From an optimization exercise on the open Yosys and OpenROAD flow, aimed at small area, a short achievable clock period and few clock cycles per item; shortcuts taken in it are not production practice. Function was checked by simulation only, so behaviour that the tests miss may differ from the original.

==> flow/design.v <==
module qg_spread_quant (
    input  wire         clk,
    input  wire         rst,
    input  wire         in_valid,
    output wire         in_ready,
    input  wire         in_first,    
    input  wire         in_blank,    
    input  wire         in_dots,     
    input  wire         in_grey3,    
    input  wire [16:0]  in_share,    
    input  wire [15:0]  in_gain,     
    input  wire [2:0]   in_lev,      
    input  wire [127:0] in_vol,      
    output reg          out_valid,
    output reg  [2:0]   out_lev,
    output reg          out_clip
);
    assign in_ready = 1'b1;
    reg         s1_valid;
    reg         s1_first, s1_blank, s1_dots, s1_grey3;
    reg [16:0]  s1_share;
    reg [15:0]  s1_gain;
    reg [2:0]   s1_lev;
    reg [127:0] s1_vol;
    always @(posedge clk) begin
        if (rst) s1_valid <= 1'b0;
        else     s1_valid <= in_valid;
        if (in_valid) begin
            s1_first <= in_first;
            s1_blank <= in_blank;
            s1_dots  <= in_dots;
            s1_grey3 <= in_grey3;
            s1_share <= in_share;
            s1_gain  <= in_gain;
            s1_lev   <= in_lev;
            s1_vol   <= in_vol;
        end
    end
    wire [32:0] scaled  = ({16'd0, s1_share} * {17'd0, s1_gain} + 33'h2000) >> 14;
    wire [16:0] a       = s1_dots ? s1_share
                        : (scaled > 33'd65535) ? 17'd65535 : scaled[16:0];
    wire [15:0] own_vol = s1_vol[16*s1_lev +: 16];
    wire [31:0] base    = {16'd0, own_vol} + {15'd0, a};
    reg         s2_valid;
    reg         s2_first, s2_blank, s2_grey3;
    reg [31:0]  s2_base;
    reg [127:0] s2_vol;
    always @(posedge clk) begin
        if (rst) s2_valid <= 1'b0;
        else     s2_valid <= s1_valid;
        s2_first <= s1_first;
        s2_blank <= s1_blank;
        s2_grey3 <= s1_grey3;
        s2_base  <= base;
        s2_vol   <= s1_vol;
    end
    reg  signed [31:0] err_q;
    wire signed [31:0] err_in  = s2_first ? 32'sd0 : err_q;
    wire        [2:0]  top     = s2_grey3 ? 3'd7 : 3'd3;
    wire signed [31:0] top_vol = $signed({16'd0, s2_vol[16*top +: 16]});
    wire signed [31:0] want_r  = $signed(s2_base) + err_in;
    wire               clip    = want_r > top_vol;
    wire signed [31:0] want    = clip ? top_vol : (want_r < 0 ? 32'sd0 : want_r);
    reg         [2:0]  best;
    reg  signed [31:0] best_dist;
    reg  signed [31:0] cur_dist;
    integer l;
    always @(*) begin
        best      = 3'd0;
        cur_dist  = 32'sd0;
        best_dist = (want - $signed({16'd0, s2_vol[15:0]}));
        if (best_dist < 0) best_dist = -best_dist;
        for (l = 1; l < 8; l = l + 1) begin
            if (l <= top) begin
                cur_dist = want - $signed({16'd0, s2_vol[16*l +: 16]});
                if (cur_dist < 0) cur_dist = -cur_dist;
                if (cur_dist < best_dist) begin
                    best      = l[2:0];
                    best_dist = cur_dist;
                end
            end
        end
    end
    wire signed [31:0] err_new = want - $signed({16'd0, s2_vol[16*best +: 16]});
    always @(posedge clk) begin
        if (rst) begin
            out_valid <= 1'b0;
            err_q     <= 32'sd0;
        end else begin
            out_valid <= s2_valid;
            if (s2_valid) begin
                if (s2_blank) begin
                    err_q    <= err_in;
                    out_lev  <= 3'd0;
                    out_clip <= 1'b0;
                end else begin
                    err_q    <= err_new;
                    out_lev  <= best;
                    out_clip <= clip;
                end
            end
        end
    end
endmodule
==> flow/run.sh <==
#!/bin/bash
# synth_recipe.tcl (not shown) runs the flow's synth.tcl, then flattens the netlist and writes it again
# the make line also repeats each setting of config.mk as NAME=value (left out here)
make -C /OpenROAD-flow-scripts/flow DESIGN_CONFIG=/design/flow/config.mk WORK_HOME=/design/flow/orfs CLKGATE_MAP_FILE= SYNTH_SCRIPT=/design/flow/synth_recipe.tcl finish
==> flow/config.mk <==
export PLATFORM = sky130hd
export DESIGN_NAME = qg_spread_quant
export DESIGN_NICKNAME = qg_spread_quant
export VERILOG_FILES = /design/flow/design.v
export SDC_FILE = /design/flow/constraint.sdc
export NUM_CORES = 4
export LEC_CHECK = 0
export CAP_MARGIN = 20
export CORE_MARGIN = 2
export CORE_UTILIZATION = 40
export PLACE_DENSITY = 0.6
export SLEW_MARGIN = 20
==> flow/constraint.sdc <==
create_clock -name core_clock -period 36.0 [get_ports {clk}]
set_input_delay 7.2000 -clock core_clock [delete_from_list [all_inputs] [get_ports {clk}]]
set_output_delay 7.2000 -clock core_clock [all_outputs]
set_load 0.01 [all_outputs]
==> out/results.md, run 1 <==
| Step | Parameter | Reported |
| --- | --- | --- |
| clocking | Clock tree from TritonCTS | yes |
| global route | Largest net degree at the start of global routing | 99 |
| worst setup path | Worst setup SP type | flip-flop |
| synth | Compound-Gate Fraction of Synth Area | 15.2% |
| timing | Fin. max-slew vios | 0 |
| global route | Overall Global Routing Usage | 24.8% |
| global route | Met2 demand-to-capacity share in global routing | 40.9% |
| synth | Synthesized netlist cell count | 4,289 |
| synth | Mux contribution to synthesized area | 5.76% |
| synth | Average cell area after synthesis | 9.07 um^2 |
| worst setup path | Worst r2r dst | err_q[21] |
| final layout | Post-synthesis to final-layout area growth | 13.5% |
| detailed routing | Total iterations of the first detailed-routing run | 6 |
| timing | Max-slew headroom at the worst pin | 32.2% |
| placement | Routability-driven placement congestion ratio | 0.946 |
| placement | # placed instances | 5,772 |
| clocking | Clock slew at reported path FFs | 0.06 ns |
| placement | Count of input and output buffers | 175 |
| worst setup path | Most prevalent standard cell on the critical path | a21oi_1 |
| final layout | Nets | 5,477 |
| timing | Number of hold violations in the final report | 0 |
| detailed routing | Routed wire length per instance | 21.2 um |
| die | Area of the placeable core | 96,600 um^2 |
| synth | Area fraction in and, or, nand and nor cells after synthesis | 14.8% |
| synth | Post-synthesis xor/xnor area fraction | 6.48% |
| detailed routing | Detail-routed via count per cell | 5.43 |
| synth | Distinct cell type count of the synthesized netlist | 98 |
| detailed routing | Iteration-0 DRC Markers | 2,385 |
| detailed routing | Via count | 31,800 |
| die | Width of the die | 316 um |
| detailed routing | Total wire length after detailed routing | 124 mm |
| clocking | Longest Clk Path Bufs | 3 |
| global route | Layer with the highest usage after global routing | met2 |
| synth | Sequential cell area fraction in the yosys report | 22.7% |
| timing | Unrepaired setup endpoints after global routing | no |
| worst setup path | Category of the critical setup timing path | flip-flop to flip-flop |
| worst setup path | Buffers plus inverters on the worst setup path | 14 |
| global route | Overflow left after global routing | 0 |
| timing | Total negative slack for setup checks | 0 ns |
| hold path | Endpoint, Worst Hold | s2_blank |
| worst setup path | Worst reg2reg startpoint | s2_first |
| die | Chip height | 316 um |
| detailed routing | Number of DRC violations after detailed routing | 0 |
| global route | Global-route track usage on met1 | 33.2% |
| worst setup path | Worst reg-to-reg path cell count | 154 |
| outcome | Run status | timing/DRC/antenna clean |
| global route | Initial antenna violation count | 3 |
| global route | Number of global-route vias before repair | 31,000 |
| synth | Number of flops mapped to enable cells by yosys | 172 |
| synth | Most common flop cell mapped by yosys | dfxtp_1 |
| clocking | Number of H-tree levels | 2 |
| die | Floorplan row count | 114 |
| final layout | Finished layout cell area | 44,200 um^2 |
| timing | Final setup slack of the worst path | 3.03 ns |
| clocking | Total of hold buffers inserted after clock tree synthesis | 0 |
| placement | Place WS | 2.23 ns |
| worst setup path | Required time of the critical path | 36.56 ns |
| synth | Fraction of synthesis flops using an asynchronous set or reset pin | 0% |
| hold path | Startpoint of the worst hold path | s1_blank |
| timing | Final setup viols | 0 |
| synth | Count of state elements after synthesis | 356 |
| synth | Netlist area before placement | 38,900 um^2 |
| worst setup path | Sort of element at the end of the critical path | flip-flop |
| timing | Highest clock rate | 30.3 MHz |
| worst setup path | CP max-delay cell | or3b_2 |
| synth | Yosys warns | 1 |
| timing | Least-Margin Pin Slew | 1.02 ns |
| timing | Min Tclk post-route | 32.97 ns |
| clocking | CTS buffer count | 44 |
| timing | Layout Skew | 0.0476 ns |
| detailed routing | ANT nets after route | 0 |
| final layout | Count of non-filler cells in the finished layout | 5,865 |
| clocking | Clk root buf | clkbuf_16 |
| worst setup path | Critical Path Max Stage Delay | 0.51 ns |
| worst setup path | Dominant delay contributor by cell family on the critical path | compound AO/OA/AOI/OAI gates |
| global route | Met3 global-route usage | 3.36% |
| synth | Combinational family with the most area after synthesis | adder cells |
| final layout | Final cell utilization of the core | 45.7% |
| run | Max Cap Viol | 0 |
| hold path | Number of cells on the worst hold path | 0 |
| worst setup path | Arrival time at the worst endpoint | 33.53 ns |
| die | Initial Util | 40.3% |
| worst setup path | Critical Path Fanout Max | 65 |
| synth | Synth Area in Adders | 28.5% |
| placement | DP HPWL | 99.8 mm |
| clocking | Total number of clock tree sinks | 356 |
| clocking | Worst skew pair latency | 0.64 ns |
| hold path | Min-delay worst type | flip-flop to flip-flop |
| global route | Wire length of the first global-routing pass | 188 mm |
| timing | Final critical-path share of the clock period | 91.6% |
| die | Overall die area | 99,800 um^2 |
| worst setup path | Reg2Reg Setup Slack | 3.03 ns |
| placement | Placed cell areas | 42,600 um^2 |
| die | I/O pins | 177 |
| final layout | Proportion of layout cells with a drive suffix above 1 | 5.71% |
metal layers:
layer | routed length (um) | up-vias
met5 | 0 | -
met4 | 4650 | 0
met3 | 7620 | 199
met2 | 57200 | 959
met1 | 54800 | 15300
li1 | - | 15300
cells in the final DEF (no fill, tap or decap), drive strengths merged, types with 18 or more instances in the layout:
cell type,Yosys,final
clkbuf,91,54
edfxtp,172,172
a21oi,232,232
a211oi,34,34
nand3,51,51
and3,18,18
nor4,20,20
or3,36,36
o21a,49,49
nor2,256,257
nand2,355,355
a31oi,27,27
dfxtp,184,184
and2,117,117
xor2,105,105
fa,219,219
o21ai,158,158
o22ai,21,21
nor2b,89,89
clkdlybuf4s50,0,174
inv,529,535
conb,2,109
a21o,116,116
mux4,32,32
nand4,42,42
nand2b,40,40
xnor2,183,183
a21boi,35,35
buf,37,62
o21bai,28,28
ha,535,535
o2bb2ai,18,18
mux2i,107,107
a22o,19,19
mux2,39,39
nor3,64,64
metrics by stage:
step / hold WS [ns]
2_1_floorplan: 0.323
3_3_place_gp: 0.332
3_5_place_dp: 0.331
4_1_cts: 0.349
5_1_grt: 0.349
6_report: 0.345
worst max-delay path by stage:
stage	from	to	slack, ns	cells after the start
finish	s2_first	err_q[21]	3.03	154
global placement	s2_first	err_q[21]	3.08	151
detailed placement	s2_first	err_q[27]	2.23	151
global route	s2_first	err_q[21]	0.05	155
floorplan	s2_first	err_q[17]	4.69	159
CTS	s2_first	err_q[21]	2.09	151
worst register-to-register path: cells and delay by family, from the launching register on:
family,cells,cell delay [ns]
compound gates,87,17.19
simple gates,35,6.64
fa+ha+maj,13,3.81
buf+inv,14,3.56
mux,3,1.11
flops,1,0.31
xor+xnor,2,0.29
sequential cells by signal, indices dropped and copies added, names as in the netlist:
register / cells
s1_vol: 128
s2_vol: 128
err_q: 32
s2_base: 18
s1_share: 17
s1_gain: 16
out_lev: 3
s1_lev: 3
out_clip: 1
out_valid: 1
s1_blank: 1
s1_dots: 1
s1_first: 1
s1_grey3: 1
s1_valid: 1
s2_blank: 1
s2_first: 1
s2_grey3: 1
s2_valid: 1
cells by family (layout without fill, tap and decap cells):
family	count (synthesis)	count (layout)
DFF	356	356
AOI/OAI and AO/OA	886	886
buffers and inverters	658	849
and+or+nand+nor	1166	1167
other	2	110
xor gates and xnor gates	288	288
muxes	178	178
adders and majority gates	755	755
synthesized netlist by cell type, types with 36 or more instances:
master,instances,area share (%)
dfxtp_1,184,9.5
a21oi_1,230,3.0
nand4_1,42,0.68
or3_1,36,0.58
nor3_1,63,0.81
edfxtp_1,172,13
nor2_1,255,2.5
ha_1,535,17
nor2b_1,89,1.4
a21o_1,116,2.2
inv_1,521,5.0
mux2i_1,106,2.7
nand3_1,51,0.66
clkbuf_1,91,0.88
xnor2_1,183,4.1
nand2b_1,40,0.64
o21ai_0,152,2.0
nand2_1,355,3.4
and2_1,115,1.8
xor2_1,105,2.4
mux2_2,39,1.1
fa_1,219,11
o21a_1,49,0.95
layout make-up:
class / count / area (um^2)
repair buffers: 237 / 2230
well taps: 1276 / 1600
inverters: 530 / 1990
diodes: 1 / 2.50
clock inverters: 29 / 334
fillers: 9284 / 52400
flip-flops and latches: 356 / 8850
multi-input cells: 3383 / 28000
clock buffers: 53 / 1140
repair_timing:
action                     CTS  global route
resized for setup            0             8
setup endpoints to repair    0            23
setup buffers                0             9
Testbench counts, summed over its fixed seeds: cycles 40,016, items 40,000.
==> run 2, diff against run 1 <==
==> flow/design.v (replaced) <==
module qg_spread_quant (
    input  wire         clk,
    input  wire         rst,
    input  wire         in_valid,
    output wire         in_ready,
    input  wire         in_first,    
    input  wire         in_blank,    
    input  wire         in_dots,     
    input  wire         in_grey3,    
    input  wire [16:0]  in_share,    
    input  wire [15:0]  in_gain,     
    input  wire [2:0]   in_lev,      
    input  wire [127:0] in_vol,      
    output reg          out_valid,
    output reg  [2:0]   out_lev,
    output reg          out_clip
);
    assign in_ready = 1'b1;
    reg         s1_valid;
    reg         s1_first, s1_blank, s1_dots, s1_grey3;
    reg [16:0]  s1_share;
    reg [15:0]  s1_gain;
    reg [2:0]   s1_lev;
    reg [111:0] s1_vol;
    always @(posedge clk) begin
        if (rst) s1_valid <= 1'b0;
        else     s1_valid <= in_valid;
        s1_first <= in_first;
        s1_blank <= in_blank;
        s1_dots  <= in_dots;
        s1_grey3 <= in_grey3;
        s1_share <= in_share;
        s1_gain  <= in_gain;
        s1_lev   <= in_lev;
        s1_vol   <= in_vol[127:16];
    end
    wire [32:0] prod    = s1_share * s1_gain + 33'h2000;
    wire [16:0] a       = s1_dots ? s1_share
                        : (|prod[32:30]) ? 17'd65535 : {1'b0, prod[29:14]};
    wire [127:0] vol1   = {s1_vol, 16'd0};
    wire [15:0] own_vol = vol1[16*s1_lev +: 16];
    wire [17:0] base    = own_vol + a;
    reg         s2_valid;
    reg         s2_first, s2_blank, s2_grey3;
    reg [17:0]  s2_base;
    reg [111:0] s2_vol;
    always @(posedge clk) begin
        if (rst) s2_valid <= 1'b0;
        else     s2_valid <= s1_valid;
        s2_first <= s1_first;
        s2_blank <= s1_blank;
        s2_grey3 <= s1_grey3;
        s2_base  <= base;
        s2_vol   <= s1_vol;
    end
    reg  signed [15:0] err_q;
    wire signed [15:0] err_in = s2_first ? 16'sd0 : err_q;
    wire signed [18:0] want   = $signed({1'b0, s2_base}) + err_in;
    wire [127:0]       vol2   = {s2_vol, 16'd0};
    wire [15:0]        top_vol = s2_grey3 ? vol2[127:112] : vol2[63:48];
    wire               neg    = want[18];
    wire               clip   = !neg && (want[17:0] > {2'd0, top_vol});
    reg  [2:0] best;
    integer l;
    always @(*) begin
        best = 3'd0;
        for (l = 1; l < 8; l = l + 1)
            if ((l < 4 || s2_grey3) && vol2[16*l +: 16] != vol2[16*(l-1) +: 16]
                && !neg && {want[17:0], 1'b0} > {2'd0, vol2[16*l +: 16]} + {2'd0, vol2[16*(l-1) +: 16]})
                best = l[2:0];
    end
    wire [15:0] err_new = (clip || neg) ? 16'd0 : want[15:0] - vol2[16*best +: 16];
    always @(posedge clk) begin
        if (rst) out_valid <= 1'b0;
        else     out_valid <= s2_valid;
        if (s2_valid) begin
            if (s2_blank) begin
                err_q    <= err_in;
                out_lev  <= 3'd0;
                out_clip <= 1'b0;
            end else begin
                err_q    <= err_new;
                out_lev  <= best;
                out_clip <= clip;
            end
        end
    end
endmodule
--- a/flow/config.mk
+++ b/flow/config.mk
@@ -6,7 +6,8 @@
 export NUM_CORES = 4
 export LEC_CHECK = 0
+export ABC_AREA = 1
 export CAP_MARGIN = 20
 export CORE_MARGIN = 2
-export CORE_UTILIZATION = 40
-export PLACE_DENSITY = 0.6
+export CORE_UTILIZATION = 65
+export PLACE_DENSITY = 0.8
 export SLEW_MARGIN = 20
==> run 2 against run 1 <==
  * Still clean
  * Fmax grew to 3.3 times the previous value
  * Die area down 56%
  * Largest cell class unchanged
  * Highest routed layer unchanged
==> out/results.md, run 2 <==
| Step | Parameter | Reported | vs previous |
| --- | --- | --- | --- |
| synth | List of most frequent post-synthesis cells | inv_1, nand2_1, ha_1 |  |
| global route | Overall Global Routing Usage | 40.7% | +16 points |
| detailed routing | Total wire length after detailed routing | 88.4 mm | -29% |
| timing | Min Tclk post-route | 10.02 ns | -22.96 ns |
| detailed routing | Via count | 24,600 | -23% |
| timing | Least-Margin Pin Slew | 1.23 ns | +0.211 ns |
| final layout | Finished layout cell area | 30,600 um^2 | -31% |
| global route | Overflow left after global routing | 0 | unchanged |
| synth | Mux contribution to synthesized area | 0.146% | -5.6 points |
| worst setup path | Required time of the critical path | 36.43 ns | -0.13 ns |
| placement | Placed cell areas | 29,400 um^2 | -31% |
| outcome | Run status | timing/DRC/antenna clean |  |
| placement | DP HPWL | 70.2 mm | -30% |
| worst setup path | Category of the critical setup timing path | flip-flop to flip-flop |  |
| global route | Largest net degree at the start of global routing | 79 | -20% |
| hold path | Min-delay worst type | flip-flop to flip-flop |  |
| clocking | Total of hold buffers inserted after clock tree synthesis | 0 | unchanged |
| synth | Yosys top cell by area | dfxtp_1 |  |
| final layout | Proportion of layout cells with a drive suffix above 1 | 3.39% | -2.3 points |
| worst setup path | Worst setup SP type | flip-flop |  |
| clocking | Post-CTS sizing | 0 | unchanged |
| clocking | Worst skew pair latency | 0.58 ns | -0.06 ns |
| clocking | Clock slew at reported path FFs | 0.06 ns | about the same |
| placement | Count of input and output buffers | 159 | -9.1% |
| global route | Initial antenna violation count | 1 | -2 |
| clocking | Total number of clock tree sinks | 308 | -13% |
| die | Initial Util | 65.7% | +25 points |
| timing | Number of hold violations in the final report | 0 | unchanged |
| detailed routing | Routed wire length per instance | 21.4 um | +0.92% |
| detailed routing | ANT nets after route | 0 | unchanged |
| synth | Sequential cell area fraction in the yosys report | 23.2% | +0.47 points |
| final layout | Most frequent cells in the layout | inv_1, nand2_1, ha_1 |  |
| die | Overall die area | 43,900 um^2 | -56% |
| run | Max Cap Viol | 0 | unchanged |
| clocking | Clk root buf | clkbuf_16 |  |
| synth | Area fraction in and, or, nand and nor cells after synthesis | 15.8% | +0.95 points |
| timing | Unrepaired setup endpoints after global routing | no |  |
| synth | Number of flops mapped to enable cells by yosys | 20 | -88% |
| global route | Number of global-route vias before repair | 24,300 | -22% |
| final layout | Nets | 4,341 | -21% |
| timing | Final setup viols | 0 | unchanged |
| timing | Layout Skew | 0.0339 ns | -0.0137 ns |
| worst setup path | Worst r2r dst | s2_base[16] |  |
| hold path | Startpoint of the worst hold path | s1_first |  |
| synth | Synthesized netlist cell count | 3,470 | -19% |
| synth | Count of state elements after synthesis | 308 | -13% |
| worst setup path | Worst reg2reg startpoint | s1_share[8] |  |
| worst setup path | Critical Path Fanout Max | 17 | -74% |
| detailed routing | Total iterations of the first detailed-routing run | 7 | +1 |
| final layout | N_diodes | 0 | -1 |
| clocking | Clock tree from TritonCTS | yes |  |
| synth | Compound-Gate Fraction of Synth Area | 12.7% | -2.5 points |
| clocking | Setup bufs post-CTS | 0 | unchanged |
| final layout | Largest registers in the final layout | s1_vol (112), s2_vol (112), s2_base (18) |  |
| synth | Most frequently used cell type in the post-synthesis netlist | inv_1 |  |
| synth | Main area contributors after synthesis | dfxtp_1, ha_1, fa_1 |  |
| final layout | Leading cell type in the layout, fill and taps excluded | inv_1 |  |
| die | Width of the die | 209 um | -34% |
| die | Area of the placeable core | 41,800 um^2 | -57% |
| worst setup path | Sort of element at the end of the critical path | flip-flop |  |
| synth | Synth Area in Adders | 33.4% | +4.9 points |
| worst setup path | Worst reg-to-reg path cell count | 43 | -72% |
| die | Chip height | 209 um | -34% |
| worst setup path | Arrival time at the worst endpoint | 10.45 ns | -23.08 ns |
| placement | Routability-driven placement congestion ratio | 1.06 | +12% |
| worst setup path | Critical Path Max Stage Delay | 0.84 ns | +0.33 ns |
| timing | Fin. max-slew vios | 0 | unchanged |
| hold path | Endpoint, Worst Hold | s2_first |  |
| clocking | Number of H-tree levels | 2 | unchanged |
| detailed routing | Detail-routed via count per cell | 5.95 | +9.7% |
| clocking | CTS buffer count | 35 | -20% |
| synth | Distinct cell type count of the synthesized netlist | 58 | -41% |
| synth | Fraction of post-synthesis cell area in the top cell type by area | 21.0% | +3.8 points |
| synth | Yosys warns | 1 | unchanged |
| detailed routing | Iteration-0 DRC Markers | 2,852 | +20% |
| global route | Wire length of the first global-routing pass | 135 mm | -28% |
| worst setup path | CP max-delay cell | dfxtp_1 |  |
| timing | Max-slew headroom at the worst pin | 18.1% | -14 points |
| timing | Total negative slack for setup checks | 0 ns | unchanged |
| die | Floorplan row count | 75 | -34% |
| synth | Fraction of synthesis flops using an asynchronous set or reset pin | 0% | unchanged |
| synth | Combinational family with the most area after synthesis | adder cells |  |
| clocking | Longest Clk Path Bufs | 3 | unchanged |
| synth | Netlist area before placement | 27,400 um^2 | -30% |
| detailed routing | Number of DRC violations after detailed routing | 0 | unchanged |
| final layout | Post-synthesis to final-layout area growth | 11.7% |  |
| hold path | Number of cells on the worst hold path | 0 | unchanged |
| timing | Highest clock rate | 99.8 MHz | +230% |
| timing | Final critical-path share of the clock period | 27.8% | -64 points |
| worst setup path | Reg2Reg Setup Slack | 25.98 ns | +22.96 ns |
| synth | Average cell area after synthesis | 7.90 um^2 | -13% |
| synth | Most common flop cell mapped by yosys | dfxtp_1 |  |
| synth | Post-synthesis xor/xnor area fraction | 4.05% | -2.4 points |
| die | I/O pins | 177 | unchanged |
==> run 2: changes by cell type after synthesis, sizes merged, moves of 40 or more <==
cell	previous run	this run
a21o	116	10
o21a	49	9
and2	117	2
o21ai	158	207
nand2	355	636
inv	529	642
mux2i	107	4
dfxtp	184	288
nor2b	89	0
xnor2	183	28
nand2b	40	0
ha	535	385
edfxtp	172	20
==> run 2: per-stage QoR <==
step | hold WS (ns) | cells | utilization (%) | worst slack (ns)
final | 0.340 | 4133 | 73.4 | 25.98
after global routing | 0.344 | 4133 | 73.4 | 25.44
after CTS | 0.339 | 4133 | 73.4 | 26.19
after detailed placement | 0.315 | 4070 | 70.4 | 26.22
after global placement | 0.312 | 4070 | 70.4 | 26.60
after floorplan | 0.310 | 3470 | - | 27.72
==> run 2: worst max-delay path by stage <==
stage                            from           to  slack, ns  cells past startpoint
after global placement    s1_share[8]  s2_base[16]      26.60                     43
final                     s1_share[8]  s2_base[16]      25.98                     43
after CTS                 s1_share[8]  s2_base[16]      26.19                     43
after global routing      s1_share[8]  s2_base[16]      25.44                     43
after floorplan           s1_share[5]  s2_base[16]      27.72                     44
after detailed placement  s1_share[8]  s2_base[16]      26.22                     43
==> run 2: cells by family (layout without fill, tap and decap cells) <==
logic type / after synthesis / after routing
and+or+nand+nor: 1054 / 1054
AOI/OAI and AO/OA: 615 / 615
xor gates and xnor gates: 126 / 126
buffers and inverters: 760 / 884
DFF: 308 / 308
other: 1 / 1
muxes: 4 / 4
adders and majority gates: 602 / 602
==> run 2: worst max-delay path, delay by kind of cell (launching register included) <==
| kind | cells | cell delay [ns] |
|---|---|---|
| AO/OA/AOI/OAI | 11 | 2.39 |
| buffers and inverters | 5 | 0.30 |
| AND/OR/NAND/NOR | 16 | 2.08 |
| flip-flops | 1 | 0.84 |
| XOR/XNOR | 2 | 0.26 |
| adder cells (fa/ha/maj) | 9 | 4.01 |
==> run 2: metal layers <==
layer | up-vias | GRT usage (%) | routed length, um
met5 | - | 0 | 0
met4 | 0 | 23.9 | 6300
met3 | 364 | 7.26 | 10100
met2 | 1418 | 65.6 | 39000
met1 | 11500 | 51.5 | 33000
li1 | 11300 | - | -
==> run 2: cell type report <==
type | instances | area, um^2
fill | 3202 | 11100
clock buffer | 46 | 997
tap | 539 | 674
timing repair buffer | 179 | 1740
inverter | 642 | 2410
sequential | 308 | 6370
clock inverter | 17 | 223
multi-input combinational | 2402 | 18200
Testbench counts of run 2, summed over its fixed seeds: cycles 40,016, items 40,000.
==> run 3, diff against run 2 <==
--- a/flow/config.mk
+++ b/flow/config.mk
@@ -6,5 +6,4 @@
 export NUM_CORES = 4
 export LEC_CHECK = 0
-export ABC_AREA = 1
 export CAP_MARGIN = 20
 export CORE_MARGIN = 2
==> run 3 against run 2 <==
  * Sequential cell count is the same
  * Sequential share of layout area grew 0.72 points
  * Non-clock buffer count grew 1
  * Final cell count shrank 16%
  * Synthesized cell count shrank 20%
  * Die area shrank 3.7%
  * Register-to-register slack lost 0.59 ns
  * Core utilization grew 0.83 points
==> out/results.md, run 3 <==
| Step | Parameter | Reported | vs previous |
| --- | --- | --- | --- |
| detailed routing | Via count | 21,000 | -15% |
| worst setup path | Worst setup SP type | flip-flop |  |
| hold path | Min-delay worst type | flip-flop to flip-flop |  |
| placement | DP HPWL | 61.4 mm | -13% |
| final layout | Proportion of layout cells with a drive suffix above 1 | 4.55% | +1.2 points |
| run | Max Cap Viol | 0 | unchanged |
| worst setup path | Arrival time at the worst endpoint | 11.03 ns | +0.58 ns |
| placement | Routability-driven placement congestion ratio | 1.01 | -4.9% |
| final layout | Largest registers in the final layout | s1_vol (112), s2_vol (112), s2_base (18) |  |
| worst setup path | CP max-delay cell | or4_1 |  |
| placement | Placed cell areas | 28,500 um^2 | -3.2% |
| clocking | Setup bufs post-CTS | 0 | unchanged |
| synth | Main area contributors after synthesis | dfxtp_1, ha_1, fa_1 |  |
| global route | Layer with the highest usage after global routing | met2 |  |
| synth | Combinational family with the most area after synthesis | adder cells |  |
| placement | # placed instances | 3,406 | -16% |
| placement | Count of input and output buffers | 159 | unchanged |
| synth | Area fraction in and, or, nand and nor cells after synthesis | 12.9% | -2.9 points |
| synth | Compound-Gate Fraction of Synth Area | 13.6% | +0.85 points |
| synth | Netlist area before placement | 26,400 um^2 | -3.7% |
| timing | Number of hold violations in the final report | 0 | unchanged |
| clocking | Clock slew at reported path FFs | 0.06 ns | about the same |
| timing | Min Tclk post-route | 10.60 ns | +0.586 ns |
| clocking | Total number of clock tree sinks | 308 | unchanged |
| timing | Final critical-path share of the clock period | 29.4% | +1.6 points |
| clocking | Clk root buf | clkbuf_16 |  |
| final layout | Most frequent cells in the layout | ha_1, inv_1, dfxtp_1 |  |
| die | Floorplan row count | 73 | -2.7% |
| detailed routing | ANT nets after route | 0 | unchanged |
| detailed routing | Detail-routed via count per cell | 6.06 | +1.8% |
| global route | Overall Global Routing Usage | 37.3% | -3.4 points |
| synth | Average cell area after synthesis | 9.49 um^2 | +20% |
| synth | Yosys warns | 1 | unchanged |
| detailed routing | Total iterations of the first detailed-routing run | 7 | unchanged |
| final layout | Layout fillers | 2,853 | -11% |
| hold path | Number of cells on the worst hold path | 0 | unchanged |
| global route | Number of global-route vias before repair | 21,800 | -10% |
| final layout | N_diodes | 0 | unchanged |
| synth | Post-synthesis xor/xnor area fraction | 4.66% | +0.61 points |
| clocking | Longest Clk Path Bufs | 3 | unchanged |
| timing | Total negative slack for setup checks | 0 ns | unchanged |
| detailed routing | Routed wire length per instance | 22.2 um | +3.9% |
| timing | Least-Margin Pin Slew | 1.09 ns | -0.139 ns |
| timing | Unrepaired setup endpoints after global routing | no |  |
| clocking | Clock tree from TritonCTS | yes |  |
| detailed routing | Total wire length after detailed routing | 77.0 mm | -13% |
| die | Area of the placeable core | 39,900 um^2 | -4.4% |
| die | I/O pins | 177 | unchanged |
| worst setup path | Critical Path Max Stage Delay | 0.98 ns | +0.14 ns |
| synth | Sequential cell area fraction in the yosys report | 24.1% | +0.90 points |
| worst setup path | Required time of the critical path | 36.43 ns | about the same |
| timing | Fin. max-slew vios | 0 | unchanged |
| synth | Yosys top cell by area | dfxtp_1 |  |
| final layout | Nets | 3,691 | -15% |
| clocking | Total of hold buffers inserted after clock tree synthesis | 0 | unchanged |
| worst setup path | Worst reg-to-reg path cell count | 39 | -9.3% |
| clocking | Number of H-tree levels | 2 | unchanged |
| synth | Distinct cell type count of the synthesized netlist | 82 | +41% |
| global route | Wire length of the first global-routing pass | 120 mm | -12% |
| worst setup path | Most prevalent standard cell on the critical path | a21oi_1 |  |
| detailed routing | Number of DRC violations after detailed routing | 0 | unchanged |
| clocking | Worst skew pair latency | 0.56 ns | -0.02 ns |
| die | Overall die area | 42,300 um^2 | -3.7% |
| final layout | Count of non-filler cells in the finished layout | 3,468 | -16% |
| timing | Final setup viols | 0 | unchanged |
| final layout | Post-synthesis to final-layout area growth | 12.2% |  |
| synth | Count of state elements after synthesis | 308 | unchanged |
| final layout | Finished layout cell area | 29,600 um^2 | -3.3% |
| synth | Mux contribution to synthesized area | 3.91% | +3.8 points |
| worst setup path | Critical Path Fanout Max | 16 | -1 |
| die | Width of the die | 206 um | -1.8% |
| global route | Met2 demand-to-capacity share in global routing | 61.9% | -3.8 points |
| global route | Overflow left after global routing | 0 | unchanged |
| synth | Most frequently used cell type in the post-synthesis netlist | ha_1 |  |
| synth | List of most frequent post-synthesis cells | ha_1, inv_1, dfxtp_1 |  |
| detailed routing | Iteration-0 DRC Markers | 1,504 | -47% |
| final layout | Leading cell type in the layout, fill and taps excluded | ha_1 |  |
| synth | Synth Area in Adders | 34.7% | +1.3 points |
| synth | Fraction of post-synthesis cell area in the top cell type by area | 21.8% | +0.81 points |
| synth | Most common flop cell mapped by yosys | dfxtp_1 |  |
| worst setup path | Sort of element at the end of the critical path | flip-flop |  |
| timing | Highest clock rate | 94.3 MHz | -5.5% |
| die | Chip height | 206 um | -1.8% |
| global route | Initial antenna violation count | 3 | +2 |
| synth | Fraction of synthesis flops using an asynchronous set or reset pin | 0% | unchanged |
| timing | Max-slew headroom at the worst pin | 27.2% | +9.1 points |
| clocking | Post-CTS sizing | 0 | unchanged |
| die | Initial Util | 66.2% | +0.47 points |
| global route | Largest net degree at the start of global routing | 35 | -56% |
| synth | Number of flops mapped to enable cells by yosys | 20 | unchanged |
| global route | Global-route track usage on met1 | 46.2% | -5.4 points |
| timing | Layout Skew | 0.0214 ns | -0.0125 ns |
| global route | Met3 global-route usage | 6.21% | -1.0 points |
| outcome | Run status | timing/DRC/antenna clean |  |
| synth | Synthesized netlist cell count | 2,782 | -20% |
| worst setup path | Category of the critical setup timing path | flip-flop to flip-flop |  |
| clocking | CTS buffer count | 35 | unchanged |
-- run 3: cell families (layout without fill, tap and decap cells) --
family          count (synthesis)  count (layout)
flops                         308             308
simple gates                  683             683
mux                            81              81
other cells                     1               1
fa+ha+maj                     602             602
buf+inv                       424             585
compound gates                544             544
xor+xnor                      139             139
-- run 3: worst max-delay path: cells and delay by family (launching register included) --
kind | cells | cell delay (ns)
buf+inv | 1 | 0.07
compound gates | 27 | 6.54
simple gates | 6 | 1.86
flops | 1 | 0.38
fa+ha+maj | 5 | 1.63
-- run 3: area by class of cell --
class	instances	area, um^2	area share, %
inverter	343	1290	4.35
multi-input combinational	2050	18400	62.2
clock buffer	46	1000	3.37
sequential	308	6370	21.5
timing repair buffer	180	1750	5.90
tap	525	657	2.22
clock inverter	16	140	0.473
-- run 3: per-layer routing --
layer,up-vias,part of all wire [%]
met4,6,6.0
met2,892,46
met1,10100,40
met3,267,7.3
met5,-,0.057
li1,9801,-
-- run 3: final timing paths --
path	startpoint	to	slack [ns]
max	s2_vol[80]	err_q[14]	25.40
min	s1_grey3	s2_grey3	0.32
max reg2reg	s2_vol[80]	err_q[14]	25.40
min reg2reg	s1_grey3	s2_grey3	0.32
-- run 3: metrics by stage --
| stage | setup slack, ns | util, % | hold slack, ns |
|---|---|---|---|
| 2_1_floorplan | 26.74 | - | 0.310 |
| 3_3_place_gp | 25.84 | 71.4 | 0.311 |
| 3_5_place_dp | 25.62 | 71.4 | 0.315 |
| 4_1_cts | 25.54 | 74.2 | 0.323 |
| 5_1_grt | 24.89 | 74.2 | 0.330 |
| 6_report | 25.40 | 74.2 | 0.324 |
==> run 4, diff against run 3 <==
--- a/flow/config.mk
+++ b/flow/config.mk
@@ -6,7 +6,7 @@
 export NUM_CORES = 4
 export LEC_CHECK = 0
-export CAP_MARGIN = 20
+export CAP_MARGIN = 80
 export CORE_MARGIN = 2
-export CORE_UTILIZATION = 65
-export PLACE_DENSITY = 0.8
-export SLEW_MARGIN = 20
+export CORE_UTILIZATION = 40
+export PLACE_DENSITY = 0.6
+export SLEW_MARGIN = 80
==> run 4 against run 3 <==
  * Highest routed layer is now met4
  * Clock skew rose by 0.00092 ns
  * Final cell count increased by 11%
  * Sequential share of layout area down 0.83 points
  * Critical endpoint unchanged
  * Still clean on timing, DRC and antenna
  * Sequential cell count did not move
  * Worst setup slack better by 0.59 ns
  * Fmax is 5.9% higher
==> out/results.md, run 4 <==
| Step | Parameter | Reported | vs previous |
| --- | --- | --- | --- |
| outcome | Run status | timing/DRC/antenna clean |  |
| clocking | Worst skew pair latency | 0.58 ns | +0.02 ns |
| clocking | Total number of clock tree sinks | 308 | unchanged |
| synth | Yosys warns | 1 | unchanged |
| final layout | Post-synthesis to final-layout area growth | 19.7% |  |
| global route | Largest net degree at the start of global routing | 23 | -34% |
| timing | Final critical-path share of the clock period | 27.8% | -1.6 points |
| worst setup path | Required time of the critical path | 36.45 ns | +0.02 ns |
| clocking | Longest Clk Path Bufs | 3 | unchanged |
| worst setup path | Worst reg2reg startpoint | s2_vol[80] |  |
| worst setup path | CP max-delay cell | or4_4 |  |
| final layout | Proportion of layout cells with a drive suffix above 1 | 11.0% | +6.4 points |
| detailed routing | ANT nets after route | 0 | unchanged |
| detailed routing | Routed wire length per instance | 20.6 um | -7.5% |
| global route | Initial antenna violation count | 1 | -2 |
| clocking | Total of hold buffers inserted after clock tree synthesis | 0 | unchanged |
| hold path | Startpoint of the worst hold path | s1_blank |  |
| synth | Synthesized netlist cell count | 2,782 | unchanged |
| worst setup path | Worst setup SP type | flip-flop |  |
| detailed routing | Via count | 21,200 | +0.74% |
| run | Max Cap Viol | 0 | unchanged |
| final layout | Leading cell type in the layout, fill and taps excluded | ha_1 |  |
| timing | Number of hold violations in the final report | 0 | unchanged |
| synth | Average cell area after synthesis | 9.49 um^2 | unchanged |
| die | Width of the die | 261 um | +27% |
| synth | Count of state elements after synthesis | 308 | unchanged |
| timing | Final setup viols | 0 | unchanged |
| global route | Wire length of the first global-routing pass | 124 mm | +3.3% |
| placement | Routability-driven placement congestion ratio | 0.981 | -3.0% |
| clocking | Clk root buf | clkbuf_16 |  |
| synth | Most common flop cell mapped by yosys | dfxtp_1 |  |
| detailed routing | Detail-routed via count per cell | 5.49 | -9.4% |
| clocking | CTS buffer count | 39 | +11% |
| final layout | N_diodes | 0 | unchanged |
| final layout | Finished layout cell area | 31,600 um^2 | +6.7% |
| timing | Highest clock rate | 99.9 MHz | +5.9% |
| detailed routing | Iteration-0 DRC Markers | 1,353 | -10% |
| worst setup path | Worst setup path startpoint | s2_vol[80] |  |
| global route | Overall Global Routing Usage | 23.6% | -14 points |
| detailed routing | Total wire length after detailed routing | 79.3 mm | +2.9% |
| placement | DP HPWL | 64.0 mm | +4.3% |
| placement | Placed cell areas | 30,000 um^2 | +5.3% |
| synth | List of most frequent post-synthesis cells | ha_1, inv_1, dfxtp_1 |  |
| synth | Yosys top cell by area | dfxtp_1 |  |
| clocking | Clock slew at reported path FFs | 0.07 ns | about the same |
| worst setup path | Critical Path Max Stage Delay | 0.69 ns | -0.29 ns |
| worst setup path | Critical Path Fanout Max | 16 | unchanged |
| detailed routing | Number of DRC violations after detailed routing | 0 | unchanged |
| synth | Main area contributors after synthesis | dfxtp_1, ha_1, fa_1 |  |
| worst setup path | Category of the critical setup timing path | flip-flop to flip-flop |  |
| clocking | Post-CTS sizing | 0 | unchanged |
| final layout | Most frequent cells in the layout | ha_1, inv_1, nand2_1 |  |
| synth | Number of flops mapped to enable cells by yosys | 20 | unchanged |
| die | Initial Util | 40.3% | -26 points |
| worst setup path | Arrival time at the worst endpoint | 10.46 ns | -0.57 ns |
| detailed routing | Total iterations of the first detailed-routing run | 6 | -1 |
| timing | Min Tclk post-route | 10.01 ns | -0.588 ns |
| synth | Most frequently used cell type in the post-synthesis netlist | ha_1 |  |
| global route | Overflow left after global routing | 0 | unchanged |
| synth | Sequential cell area fraction in the yosys report | 24.1% | unchanged |
| timing | Unrepaired setup endpoints after global routing | no |  |
| timing | Layout Skew | 0.0223 ns | +0.000919 ns |
| synth | Netlist area before placement | 26,400 um^2 | unchanged |
| clocking | Clock tree from TritonCTS | yes |  |
| synth | Distinct cell type count of the synthesized netlist | 82 | unchanged |
| die | Area of the placeable core | 65,500 um^2 | +64% |
| worst setup path | Most prevalent standard cell on the critical path | a21oi_1 |  |
| hold path | Min-delay worst type | flip-flop to flip-flop |  |
| placement | Count of input and output buffers | 159 | unchanged |
| worst setup path | Sort of element at the end of the critical path | flip-flop |  |
| timing | Total negative slack for setup checks | 0 ns | unchanged |
| final layout | Largest registers in the final layout | s1_vol (112), s2_vol (112), s2_base (18) |  |
| die | Overall die area | 68,100 um^2 | +61% |
| final layout | Nets | 3,736 | +1.2% |
| synth | Fraction of synthesis flops using an asynchronous set or reset pin | 0% | unchanged |
| synth | Fraction of post-synthesis cell area in the top cell type by area | 21.8% | unchanged |
| worst setup path | Reg2Reg Setup Slack | 25.99 ns | +0.59 ns |
| die | Chip height | 261 um | +27% |
| clocking | Setup bufs post-CTS | 0 | unchanged |
| die | Floorplan row count | 94 | +29% |
| die | I/O pins | 177 | unchanged |
| global route | Number of global-route vias before repair | 22,400 | +2.8% |
| timing | Fin. max-slew vios | 0 | unchanged |
| clocking | Number of H-tree levels | 2 | unchanged |
## run 4: cell counts after synthesis
No cell type changed its count.
## run 4: critical path, delay by kind of cell, from the launching register on
family | cells | cell delay, ns
AND/OR/NAND/NOR | 6 | 1.54
AO/OA/AOI/OAI | 25 | 5.03
flip-flops | 1 | 0.39
buffers and inverters | 3 | 1.13
adder cells (fa/ha/maj) | 5 | 1.58
XOR/XNOR | 1 | 0.20
## run 4: final timing paths
| kind | end | cells past startpoint |
|---|---|---|
| setup / recovery | err_q[14] | 40 |
| hold / removal | s2_blank | 0 |
| setup reg to reg | err_q[14] | 40 |
| hold reg to reg | s2_blank | 0 |
## run 4: routing by layer
metal / share of wire [%] / global-route usage, %
met1: 44 / 32.4
met2: 46 / 38.8
met3: 7.3 / 3.63
met4: 2.2 / 5.86
met5: 0 / 0
## run 4: cells by family after synthesis
family / count (synthesis) / share of synthesized area (%)
AOI/OAI and AO/OA: 544 / 13.6
DFF: 308 / 24.1
buffers and inverters: 424 / 6.12
adders and majority gates: 602 / 34.7
and+or+nand+nor: 683 / 12.9
other: 1 / 0.0142
muxes: 81 / 3.91
xor gates and xnor gates: 139 / 4.66
## run 4: cell type report
cell class                 count  area [um^2]
inverter                     343         1290
tap                          864         1080
clock buffer                  54         1090
fill                        5976        33900
clock inverter                17          170
sequential                   308         6530
timing repair buffer         221         2150
multi-input combinational   2050        19300
## run 4: metrics by stage
step                utilization, %  hold slack (ns)  cells  setup slack [ns]
finish                        48.2            0.327   3857             25.99
detailed placement            45.8            0.314   3781             26.23
global route                  48.2            0.332   3857             25.51
CTS                           47.7            0.332   3852             26.19
global placement              44.2            0.317   3748             26.11
floorplan                        -            0.310   2782             26.74
==> run 5, diff against run 4 <==
--- a/flow/config.mk
+++ b/flow/config.mk
@@ -6,7 +6,7 @@
 export NUM_CORES = 4
 export LEC_CHECK = 0
-export CAP_MARGIN = 80
+export CAP_MARGIN = 20
 export CORE_MARGIN = 2
 export CORE_UTILIZATION = 40
 export PLACE_DENSITY = 0.6
-export SLEW_MARGIN = 80
+export SLEW_MARGIN = 20
==> run 5 against run 4 <==
  * Hold slack better by 0.0030 ns
  * First-iteration DRC count is 9.0% lower
  * Design area is 4.6% lower
  * Clock skew is 0.011 ns higher
  * Fmax decreased by 1.9%
==> out/results.md, run 5 <==
| Step | Parameter | Reported | vs previous |
| --- | --- | --- | --- |
| worst setup path | CP max-delay cell | or4_1 |  |
| die | Width of the die | 261 um | unchanged |
| clocking | Total number of clock tree sinks | 308 | unchanged |
| die | Floorplan row count | 94 | unchanged |
| clocking | Longest Clk Path Bufs | 3 | unchanged |
| detailed routing | Total iterations of the first detailed-routing run | 5 | -1 |
| global route | Overflow left after global routing | 0 | unchanged |
| global route | Initial antenna violation count | 0 | -1 |
| synth | Main area contributors after synthesis | dfxtp_1, ha_1, fa_1 |  |
| clocking | Clock tree from TritonCTS | yes |  |
| detailed routing | Via count | 20,900 | -1.2% |
| synth | Most common flop cell mapped by yosys | dfxtp_1 |  |
| synth | Average cell area after synthesis | 9.49 um^2 | unchanged |
| die | Area of the placeable core | 65,500 um^2 | unchanged |
| synth | Fraction of synthesis flops using an asynchronous set or reset pin | 0% | unchanged |
| global route | Overall Global Routing Usage | 23.4% | -0.18 points |
| detailed routing | ANT nets after route | 0 | unchanged |
| timing | Final critical-path share of the clock period | 28.3% | +0.53 points |
| final layout | Most frequent cells in the layout | ha_1, inv_1, dfxtp_1 |  |
| synth | Count of state elements after synthesis | 308 | unchanged |
| clocking | Total of hold buffers inserted after clock tree synthesis | 0 | unchanged |
| placement | Place WS | 26.02 ns | -0.207 ns |
| detailed routing | Routed wire length per instance | 20.5 um | -0.12% |
| clocking | CTS buffer count | 37 | -5.1% |
| placement | Routability-driven placement congestion ratio | 0.981 | unchanged |
| detailed routing | Detail-routed via count per cell | 5.48 | about the same |
| outcome | Run status | timing/DRC/antenna clean |  |
| die | Overall die area | 68,100 um^2 | unchanged |
| detailed routing | Iteration-0 DRC Markers | 1,231 | -9.0% |
| global route | Largest net degree at the start of global routing | 35 | +52% |
| timing | Final setup viols | 0 | unchanged |
| global route | Wire length of the first global-routing pass | 122 mm | -1.0% |
| synth | Fraction of post-synthesis cell area in the top cell type by area | 21.8% | unchanged |
| timing | Total negative slack for setup checks | 0 ns | unchanged |
| timing | Number of hold violations in the final report | 0 | unchanged |
| clocking | Clk root buf | clkbuf_16 |  |
| worst setup path | Critical Path Max Stage Delay | 0.86 ns | +0.17 ns |
| worst setup path | Critical Path Fanout Max | 16 | unchanged |
| timing | Least-Margin Pin Slew | 1.03 ns |  |
| synth | Yosys top cell by area | dfxtp_1 |  |
| die | Initial Util | 40.3% | unchanged |
| final layout | Final cell utilization of the core | 46.0% | -2.2 points |
| final layout | Finished layout cell area | 30,100 um^2 | -4.6% |
| timing | Highest clock rate | 98.0 MHz | -1.9% |
| worst setup path | Required time of the critical path | 36.41 ns | -0.04 ns |
| final layout | Sequential cell area in the final layout | 6370 um^2 | -2.5% |
| placement | DP HPWL | 63.1 mm | -1.4% |
| timing | Unrepaired setup endpoints after global routing | no |  |
| final layout | Layout fillers | 6,137 | +2.7% |
| hold path | Min-delay worst type | flip-flop to flip-flop |  |
| clocking | Post-CTS sizing | 0 | unchanged |
| placement | Placed cell areas | 29,000 um^2 | -3.3% |
| worst setup path | Sort of element at the end of the critical path | flip-flop |  |
| die | I/O pins | 177 | unchanged |
| detailed routing | Number of DRC violations after detailed routing | 0 | unchanged |
| final layout | Area used by multi-input combinational logic | 18,500 um^2 | -4.2% |
| synth | Distinct cell type count of the synthesized netlist | 82 | unchanged |
| run | Max Cap Viol | 0 | unchanged |
| timing | Final setup slack of the worst path | 25.80 ns | -0.190 ns |
| synth | Netlist area before placement | 26,400 um^2 | unchanged |
| synth | Number of flops mapped to enable cells by yosys | 20 | unchanged |
| die | Chip height | 261 um | unchanged |
| worst setup path | Most prevalent standard cell on the critical path | a21oi_1 |  |
| worst setup path | Arrival time at the worst endpoint | 10.61 ns | +0.15 ns |
| worst setup path | Worst setup SP type | flip-flop |  |
| clocking | Worst skew pair latency | 0.57 ns | about the same |
| final layout | Largest registers in the final layout | s1_vol (112), s2_vol (112), s2_base (18) |  |
| synth | Sequential cell area fraction in the yosys report | 24.1% | unchanged |
| synth | Yosys warns | 1 | unchanged |
| final layout | Post-synthesis to final-layout area growth | 14.2% |  |
| timing | Fin. max-slew vios | 0 | unchanged |
| final layout | Nets | 3,696 | -1.1% |
| synth | Synthesized netlist cell count | 2,782 | unchanged |
| timing | Max-slew headroom at the worst pin | 31.2% |  |
| clocking | Clock slew at reported path FFs | 0.06 ns | about the same |
| final layout | N_diodes | 0 | unchanged |
| detailed routing | Total wire length after detailed routing | 78.3 mm | -1.3% |
| global route | Number of global-route vias before repair | 22,000 | -1.8% |
| worst setup path | Category of the critical setup timing path | flip-flop to flip-flop |  |
| clocking | Setup bufs post-CTS | 0 | unchanged |
| clocking | Number of H-tree levels | 2 | unchanged |
| synth | Most frequently used cell type in the post-synthesis netlist | ha_1 |  |
| synth | List of most frequent post-synthesis cells | ha_1, inv_1, dfxtp_1 |  |
| final layout | Proportion of layout cells with a drive suffix above 1 | 4.95% | -6.0 points |
| placement | Count of input and output buffers | 159 | unchanged |
| final layout | Leading cell type in the layout, fill and taps excluded | ha_1 |  |
| timing | Min Tclk post-route | 10.20 ns | +0.190 ns |
| timing | Layout Skew | 0.0328 ns | +0.0105 ns |
[run 5: layer usage]
metal / part of all wire, % / vias up / GRT usage [%]
met1: 45 / 10300 / 32.6
met4: 2.8 / 0 / 7.10
met5: 0 / - / 0
li1: - / 9806 / -
met2: 45 / 656 / 37.8
met3: 6.5 / 126 / 3.05
[run 5: critical path: cells and delay by family (launching register included)]
family	cells	cell delay, ns
fa+ha+maj	5	1.57
buf+inv	1	0.06
simple gates	6	1.70
flops	1	0.39
compound gates	27	6.35
[run 5: path summary, 6_finish.rpt]
kind / from / to / slack, ns / cells after the start
max: s2_vol[80] / err_q[14] / 25.80 / 39
min: s1_blank / s2_blank / 0.33 / 0
max reg2reg: s2_vol[80] / err_q[14] / 25.80 / 39
min reg2reg: s1_blank / s2_blank / 0.33 / 0
[run 5: area by class of cell]
type | instances | area share [%]
Clock buffer | 49 | 3.46
Clock inverter | 15 | 0.390
Inverter | 343 | 4.27
Tap cell | 864 | 3.59
Timing Repair Buffer | 183 | 5.88
Sequential cell | 308 | 21.1
Multi-Input combinational cell | 2050 | 61.3
[run 5: kinds of logic after synthesis]
logic type / Yosys count / synth area share [%]
AND/OR/NAND/NOR: 683 / 12.9
adder cells (fa/ha/maj): 602 / 34.7
AO/OA/AOI/OAI: 544 / 13.6
buffers and inverters: 424 / 6.12
flip-flops: 308 / 24.1
XOR/XNOR: 139 / 4.66
multiplexers: 81 / 3.91
other: 1 / 0.0142
[run 5: stage by stage]
stage               hold WS (ns)  std cells
floorplan                  0.310       2782
global placement           0.317       3748
detailed placement         0.315       3748
CTS                        0.332       3812
global route               0.337       3812
finish                     0.330       3812

-- afterwards: timing with drivers on the ports --
The results above use ideal ports. As a check the final layouts listed here were re-extracted and re-timed, cells and wires unchanged.
Step 1: set_driving_cell puts a clkbuf_16 on clk and a buf_2 on each other input, an assumption about the parent block.
Step 2 moves the port delays by t, midway between the first and last clock arrival at a register: inputs arrive t later, outputs are due t later. That takes back most of the time a late clock gives input paths.
a / b / c = ideal ports / drivers / drivers and shift; a / b = the first two.
run | shift t [ns] | slack for setup (ns) | latest minus earliest clock arrival (ns) | cell pins on the clock port's net
run 1 | 0.670 | 3.027 / 3.027 / 3.027 | 0.051 / 0.051 | 1
run 2 | 0.620 | 25.984 / 25.984 / 25.984 | 0.034 / 0.034 | 1
run 3 | 0.609 | 25.398 / 25.398 / 25.398 | 0.022 / 0.022 | 1
run 4 | 0.633 | 25.987 / 25.987 / 25.987 | 0.027 / 0.027 | 1
run 5 | 0.622 | 25.797 / 25.797 / 25.797 | 0.033 / 0.032 | 1
After both steps setup and hold are still met in every run listed.
